Source: an optimization exercise on an open RTL-to-GDS flow (aim: small area). Production flows keep margins and buffers that such runs may drop. Only simulation tests tie the RTL to the original design; equivalence was not proved.

==> design/flow/design.v <==
module ox_decim_hb (
    input  wire               clk,
    input  wire               clear,      
    input  wire               in_valid,   
    input  wire signed [31:0] in_data,
    input  wire [191:0]       coefs,      
    output reg                out_valid,
    output reg  signed [31:0] out_data
);
    localparam NTAPS = 23;
    localparam CTR   = 11;
    reg signed [31:0] hist [0:NTAPS-1];
    reg               phase;       
    reg               busy;
    reg        [2:0]  step;
    reg signed [67:0] acc;
    integer k;
    wire [2:0]          q     = step - 3'd1;
    wire signed [31:0]  tap_a = hist[CTR - 1 - 2*q];
    wire signed [31:0]  tap_b = hist[CTR + 1 + 2*q];
    wire signed [32:0]  pair  = tap_a + tap_b;
    wire signed [31:0]  coef  = coefs[32*q +: 32];
    wire signed [64:0]  prod  = pair * coef;
    wire signed [36:0]  quo   = acc[67:31];
    wire                rup   = acc[30] & ((|acc[29:0]) | quo[0]);
    wire signed [36:0]  rnd   = quo + {36'd0, rup};
    wire signed [31:0]  sat   = (rnd > 37'sh7FFFFFFF)  ? 32'sh7FFFFFFF :
                                (rnd < -37'sh80000000) ? 32'sh80000000 :
                                rnd[31:0];
    always @(posedge clk) begin
        out_valid <= 1'b0;
        if (clear) begin
            for (k = 0; k < NTAPS; k = k + 1)
                hist[k] <= 32'sd0;
            phase <= 1'b0;
            busy  <= 1'b0;
            step  <= 3'd0;
            acc   <= 68'sd0;
        end else begin
            if (in_valid) begin
                hist[0] <= in_data;
                for (k = 1; k < NTAPS; k = k + 1)
                    hist[k] <= hist[k-1];
                phase <= ~phase;
                if (phase) begin
                    busy <= 1'b1;
                    step <= 3'd0;
                end
            end else if (busy) begin
                if (step == 3'd0) begin
                    acc  <= {{6{hist[CTR][31]}}, hist[CTR], 30'd0};
                    step <= 3'd1;
                end else if (step <= 3'd6) begin
                    acc  <= acc + {{3{prod[64]}}, prod};
                    step <= step + 3'd1;
                end else begin
                    out_valid <= 1'b1;
                    out_data  <= sat;
                    busy      <= 1'b0;
                    step      <= 3'd0;
                end
            end
        end
    end
endmodule
module ox_decim (
    input  wire        clk,
    input  wire        rst,           
    input  wire        start,         
    input  wire        stop,          
    input  wire        bit_valid,     
    input  wire        bit_in,        
    input  wire        coef_we,       
    input  wire [3:0]  coef_addr,     
    input  wire [31:0] coef_data,     
    output wire        out_valid,
    output wire [31:0] out_data,
    output reg         out_settled,
    output reg         running,
    output reg         coef_err
);
    localparam [4:0] K_SETTLE = 5'd18;
    reg [191:0] coef1;
    reg [191:0] coef2;
    always @(posedge clk) begin
        coef_err <= 1'b0;
        if (rst) begin
            coef_err <= 1'b0;
        end else if (coef_we) begin
            if (running) begin
                coef_err <= 1'b1;
            end else if (coef_addr[2:0] <= 3'd5) begin
                if (coef_addr[3])
                    coef2[32*coef_addr[2:0] +: 32] <= coef_data;
                else
                    coef1[32*coef_addr[2:0] +: 32] <= coef_data;
            end
        end
    end
    wire clear  = rst | start | stop;
    wire accept = running & bit_valid & ~clear;
    always @(posedge clk) begin
        if (rst)
            running <= 1'b0;
        else if (start)
            running <= 1'b1;
        else if (stop)
            running <= 1'b0;
    end
    reg  signed [31:0] integ [0:4];
    reg  signed [31:0] comb  [0:4];
    reg         [5:0]  bitcnt;
    reg                s0_valid;
    reg  signed [31:0] s0_data;
    wire signed [31:0] x  = bit_in ? 32'sd1 : -32'sd1;
    wire signed [31:0] i1 = integ[0] + x;
    wire signed [31:0] i2 = integ[1] + i1;
    wire signed [31:0] i3 = integ[2] + i2;
    wire signed [31:0] i4 = integ[3] + i3;
    wire signed [31:0] i5 = integ[4] + i4;
    wire signed [31:0] d1 = i5 - comb[0];
    wire signed [31:0] d2 = d1 - comb[1];
    wire signed [31:0] d3 = d2 - comb[2];
    wire signed [31:0] d4 = d3 - comb[3];
    wire signed [31:0] d5 = d4 - comb[4];
    integer k;
    always @(posedge clk) begin
        s0_valid <= 1'b0;
        if (clear) begin
            for (k = 0; k < 5; k = k + 1) begin
                integ[k] <= 32'sd0;
                comb[k]  <= 32'sd0;
            end
            bitcnt <= 6'd0;
        end else if (accept) begin
            integ[0] <= i1;
            integ[1] <= i2;
            integ[2] <= i3;
            integ[3] <= i4;
            integ[4] <= i5;
            bitcnt   <= bitcnt + 6'd1;
            if (bitcnt == 6'd63) begin
                comb[0] <= i5;
                comb[1] <= d1;
                comb[2] <= d2;
                comb[3] <= d3;
                comb[4] <= d4;
                s0_valid <= 1'b1;
                s0_data  <= (d5 == 32'sh40000000) ? 32'sh7FFFFFFF : (d5 <<< 1);
            end
        end
    end
    wire               s1_valid;
    wire signed [31:0] s1_data;
    wire               s2_valid;
    wire signed [31:0] s2_data;
    ox_decim_hb u_hb1 (
        .clk(clk), .clear(clear),
        .in_valid(s0_valid), .in_data(s0_data), .coefs(coef1),
        .out_valid(s1_valid), .out_data(s1_data)
    );
    ox_decim_hb u_hb2 (
        .clk(clk), .clear(clear),
        .in_valid(s1_valid), .in_data(s1_data), .coefs(coef2),
        .out_valid(s2_valid), .out_data(s2_data)
    );
    assign out_valid = s2_valid;
    assign out_data  = s2_data;
    reg [4:0] nsamp;
    always @(posedge clk) begin
        if (clear)
            nsamp <= 5'd1;
        else if (s2_valid && nsamp != K_SETTLE)
            nsamp <= nsamp + 5'd1;
    end
    always @(*) out_settled = (nsamp == K_SETTLE);
endmodule
==> design/flow/run.sh <==
#!/bin/bash
# synth_recipe.tcl (not shown) runs the flow's synth.tcl, then flattens the netlist and writes it again
# the make line also repeats each setting of config.mk as NAME=value (left out here)
make -C /OpenROAD-flow-scripts/flow DESIGN_CONFIG=/design/flow/config.mk WORK_HOME=/design/flow/orfs CLKGATE_MAP_FILE= SYNTH_SCRIPT=/design/flow/synth_recipe.tcl finish
==> design/flow/config.mk <==
export PLATFORM = sky130hd
export DESIGN_NAME = ox_decim
export DESIGN_NICKNAME = ox_decim
export VERILOG_FILES = /design/flow/design.v
export SDC_FILE = /design/flow/constraint.sdc
export NUM_CORES = 4
export LEC_CHECK = 0
export CAP_MARGIN = 20
export CORE_MARGIN = 2
export CORE_UTILIZATION = 40
export SLEW_MARGIN = 20
==> design/flow/constraint.sdc <==
create_clock -name core_clock -period 25.0 [get_ports {clk}]
set_input_delay 5.0000 -clock core_clock [delete_from_list [all_inputs] [get_ports {clk}]]
set_output_delay 5.0000 -clock core_clock [all_outputs]
set_load 0.01 [all_outputs]
==> results.txt <==
[cells by family after synthesis]
group | count (synthesis)
AO/OA/AOI/OAI | 3520
XOR/XNOR | 730
adder cells (fa/ha/maj) | 3144
buffers and inverters | 3737
flip-flops | 2434
multiplexers | 1610
AND/OR/NAND/NOR | 6294
[final cells by class]
class,instances,area share (%)
Multi-Input combinational cell,15300,60.9
Timing Repair Buffer,392,1.56
Clock inverter,120,0.728
Inverter,2538,4.44
Tap cell,6475,3.77
Sequential cell,2434,24.9
Antenna cell,1,0.00116
Clock buffer,378,3.63
[tightest hold or removal path: stages (launching register included)]
cell and delay, ps:
dfxtp_1 330, mux2i_1 70, nor2_1 70
[how the worst max path moves through the flow]
| stage | startpoint | endpoint | slack (ps) | cells after the start |
|---|---|---|---|---|
| 2_1_floorplan | bit_in | s0_data[31] | 6170 | 69 |
| 3_3_place_gp | bit_in | s0_data[18] | 3050 | 68 |
| 3_5_place_dp | bit_in | s0_data[31] | 3010 | 68 |
| 4_1_cts | u_hb1.step[0] | u_hb1.acc[66] | 3760 | 69 |
| 5_1_grt | bit_in | s0_data[31] | 2510 | 71 |
| 6_report | u_hb1.step[0] | u_hb1.acc[66] | 3630 | 69 |
[through the flow]
stage	hold WS (ps)	area, µm²	worst slack (ps)	std cells
finish	393	215000	3630	27600
global route	406	215000	2510	27600
CTS	384	215000	3760	27600
detailed placement	443	205000	3010	27100
global placement	440	205000	3050	27100
floorplan	432	197000	6170	21500
[power by group through the flow]
stage	Clock, mW	Sequential [mW]	Combinational [mW]
final	4.21	4.17	4.40
after global routing	4.45	4.17	4.89
after CTS	4.30	4.17	4.33
after detailed placement	0	4.26	4.36
after global placement	0	4.26	4.28
after floorplan	0	4.26	3.33
[registers in the layout, indices dropped and copies added (netlist names), 3 cells and up]
| register | flops |
|---|---|
| bitcnt | 6 |
| coef1 | 192 |
| coef2 | 192 |
| comb | 160 |
| integ | 160 |
| nsamp | 5 |
| s0_data | 32 |
| u_hb1.acc | 68 |
| u_hb1.hist | 736 |
| u_hb1.out_data | 32 |
| u_hb1.step | 3 |
| u_hb2.acc | 68 |
| u_hb2.hist | 736 |
| u_hb2.out_data | 32 |
| u_hb2.step | 3 |
[cell usage in the layout, fill, tap and decap left out, types with 55 or more instances in the layout]
cell type	n
nand2_1	2762
inv_1	2534
nor2_1	2445
fa_1	2238
dfxtp_1	1950
mux2i_1	1545
a21oi_1	944
ha_1	904
o21ai_0	597
edfxtp_1	480
xnor2_1	438
a22oi_1	362
a22o_1	353
buf_4	300
clkbuf_16	281
a21o_1	279
xor2_1	208
and2_1	165
nand2b_1	154
nand3_1	141
nor2b_1	126
a211oi_1	126
and3_1	116
a41oi_1	109
nor3_1	107
a221oi_1	106
o21bai_1	104
o21a_1	83
clkdlybuf4s50_1	78
a222oi_1	73
nand4_1	65
mux4_2	64
xnor2_2	60
a31oi_1	59
clkbuf_1	55
[layer usage]
metal	vias to the layer above	routed length (µm)	global-route usage (%)
met5	-	68	0
met4	10	24500	8.54
met3	1142	40000	3.12
met2	5261	267000	37.3
met1	75600	250000	31.2
li1	69700	-	-
==> flow_summary.json <==
{
  "maxSlewViolCount": 0,
  "via_per_inst": 5.49,
  "syn_inst": 21500,
  "synth_top_family_by_area": "adder cells",
  "firstDrtPassIters": 9,
  "syn_avg_cell_area_um2": 9.17,
  "final_layout_size_suffix_gt1_share_pct": 5.17,
  "clockPowerShare_pct": 32.9,
  "power.internal_mw": 8.35,
  "fin_nets": 24100,
  "dp_hpwl_um": 409000,
  "cts-root-buf": "clkbuf_16",
  "n_fill_cell": 47600,
  "post-route-util_pct": 43.8,
  "synth_flop_cell": "dfxtp_1",
  "wirelength_um": 582000,
  "r2r-end": "u_hb1.acc[66]",
  "r2r_cells": 69,
  "power_frac_seq_pct": 32.6,
  "maxSlewHeadroom_pct": 19.7,
  "syn_area_um2": 197000,
  "clk_pin_slew_ps": 60,
  "crit_path_max_incr_delay_ps": 920,
  "cts.htree.levels": 5,
  "cts.path.max_buffers": 4,
  "rr_startpoint": "u_hb1.step[0]",
  "skew_ps": 123,
  "track_usage_pct": 23.0,
  "ctsResizeCount": 0,
  "yosys.area_share.simple_pct": 13.3,
  "vias": 152000,
  "die_width_um": 705,
  "sw_frac_of_total_pct": 34.7,
  "drtIter0Drc": 12500,
  "cpMaxStageDelayCell": "ha_1",
  "gp_congestion": 0.916,
  "worstPathArrival_ps": 22110,
  "powerDensity_nw_per_um2": 59.5,
  "ant_nets": 0,
  "antenna_found_initial": 17,
  "synthMuxAreaShare_pct": 8.60,
  "grt_pass1_vias": 151000,
  "hold_end": "u_hb2.hist[20][25]",
  "power_mw": 12.8,
  "yosys-top-cells-count": "nand2_1 (2,773), inv_1 (2,538), nor2_1 (2,450), fa_1 (2,238), dfxtp_1 (1,954)",
  "status": "no timing/DRC/antenna violations",
  "critPathKind": "reg2reg",
  "switchingPower_mw": 4.44,
  "rows": 257,
  "yosysWarnings": 5,
  "clk_latency_ps": 980,
  "fmax_ghz": 0.0468,
  "grt_max_degree": 225,
  "regArea_um2": 53500,
  "path_max_fanout": 64,
  "cts_setup_buffers": 0,
  "synthesis.nets": 24700,
  "synth_top_area_share_pct": 22.8,
  "path_buf_inv": 13,
  "yosysMostFrequentCell": "nand2_1",
  "cts_tree": "done",
  "irDropWorstVdd_mv": 0.194,
  "rsz0062_at_grt": "false",
  "hold_path.class": "reg2reg",
  "start_kind": "flop",
  "path_delay_family": "compound AO/OA/AOI/OAI gates",
  "tightest_slew_ps": 1200,
  "initial_core_util_pct": 40.2,
  "ys_seq_elements": 2434,
  "gr-total-overflow": 0,
  "holdCritStartpoint": "u_hb2.hist[19][25]",
  "port_buffers": 78,
  "ys_async_sr_fraction_pct": 0,
  "area_delta_synth_final_pct": 9.14,
  "end_kind": "flop",
  "io_pins": 79,
  "core_um2": 490000,
  "timing.setup.tns_ps": 0,
  "wl_per_cell_um": 21.0,
  "r2r_setup_slack_ps": 3630,
  "min_period_ps": 21370,
  "synthAdderAreaFrac_pct": 28.5,
  "die_area_um2": 498000,
  "synth_compound_area_share_pct": 12.0,
  "multiInputGateArea_um2": 131000,
  "fin_crit_sh_pct": 85.5,
  "setup_viol": 0,
  "drc_errors": 0,
  "synth_xor_area_share_pct": 3.28,
  "post-synth-top-area-cell": "fa_1",
  "comb_power_share_pct": 34.4,
  "die_h_um": 705,
  "synth-edff-count": 480,
  "maxCapViolCount": 0,
  "synth.distinct_cells": 91,
  "cellLeakagePower_nw": 79.4,
  "cts.sinks": 2434,
  "hold_depth": 2,
  "grt_pass1_wl_um": 904000,
  "numCtsBuffers": 279,
  "hold_viol_final": 0,
  "yosysSeqAreaShare_pct": 27.2,
  "cp_data_required_time_ps": 25740,
  "yosys-top-cells-area": "fa_1 (23%), dfxtp_1 (20%), mux2i_1 (7.9%)",
  "cts_hold_buf": 0
}

## static timing again, ports no longer ideal
The flow's constraints put no driver on any port. The routed layout listed below was extracted and timed again, unchanged, in two steps. Step 1: set_driving_cell puts a clkbuf_16 on clk and a buf_2 on each other input, an assumption about the parent block. Step 2 times the ports against the registers' clock, not the clock port: input delays grow and output delays shrink by t, the midpoint of the rising clock arrivals with the driver on. Slacks: no drivers / after step 1 / after step 2; pairs: no drivers / after step 1.
shift t [ns]: 1.052
slack for setup (ns): 3.634 / 3.634 / 2.998
hold WS [ns]: 0.393 / 0.393 / 0.393
worst setup path after step 2: input to register
worst data-port slew with drivers (ns): 0.12
After both steps this run still meets setup and hold. For this run, drivers alone change the setup slack by 0.000 ns; drivers and shift together by -0.636 ns.
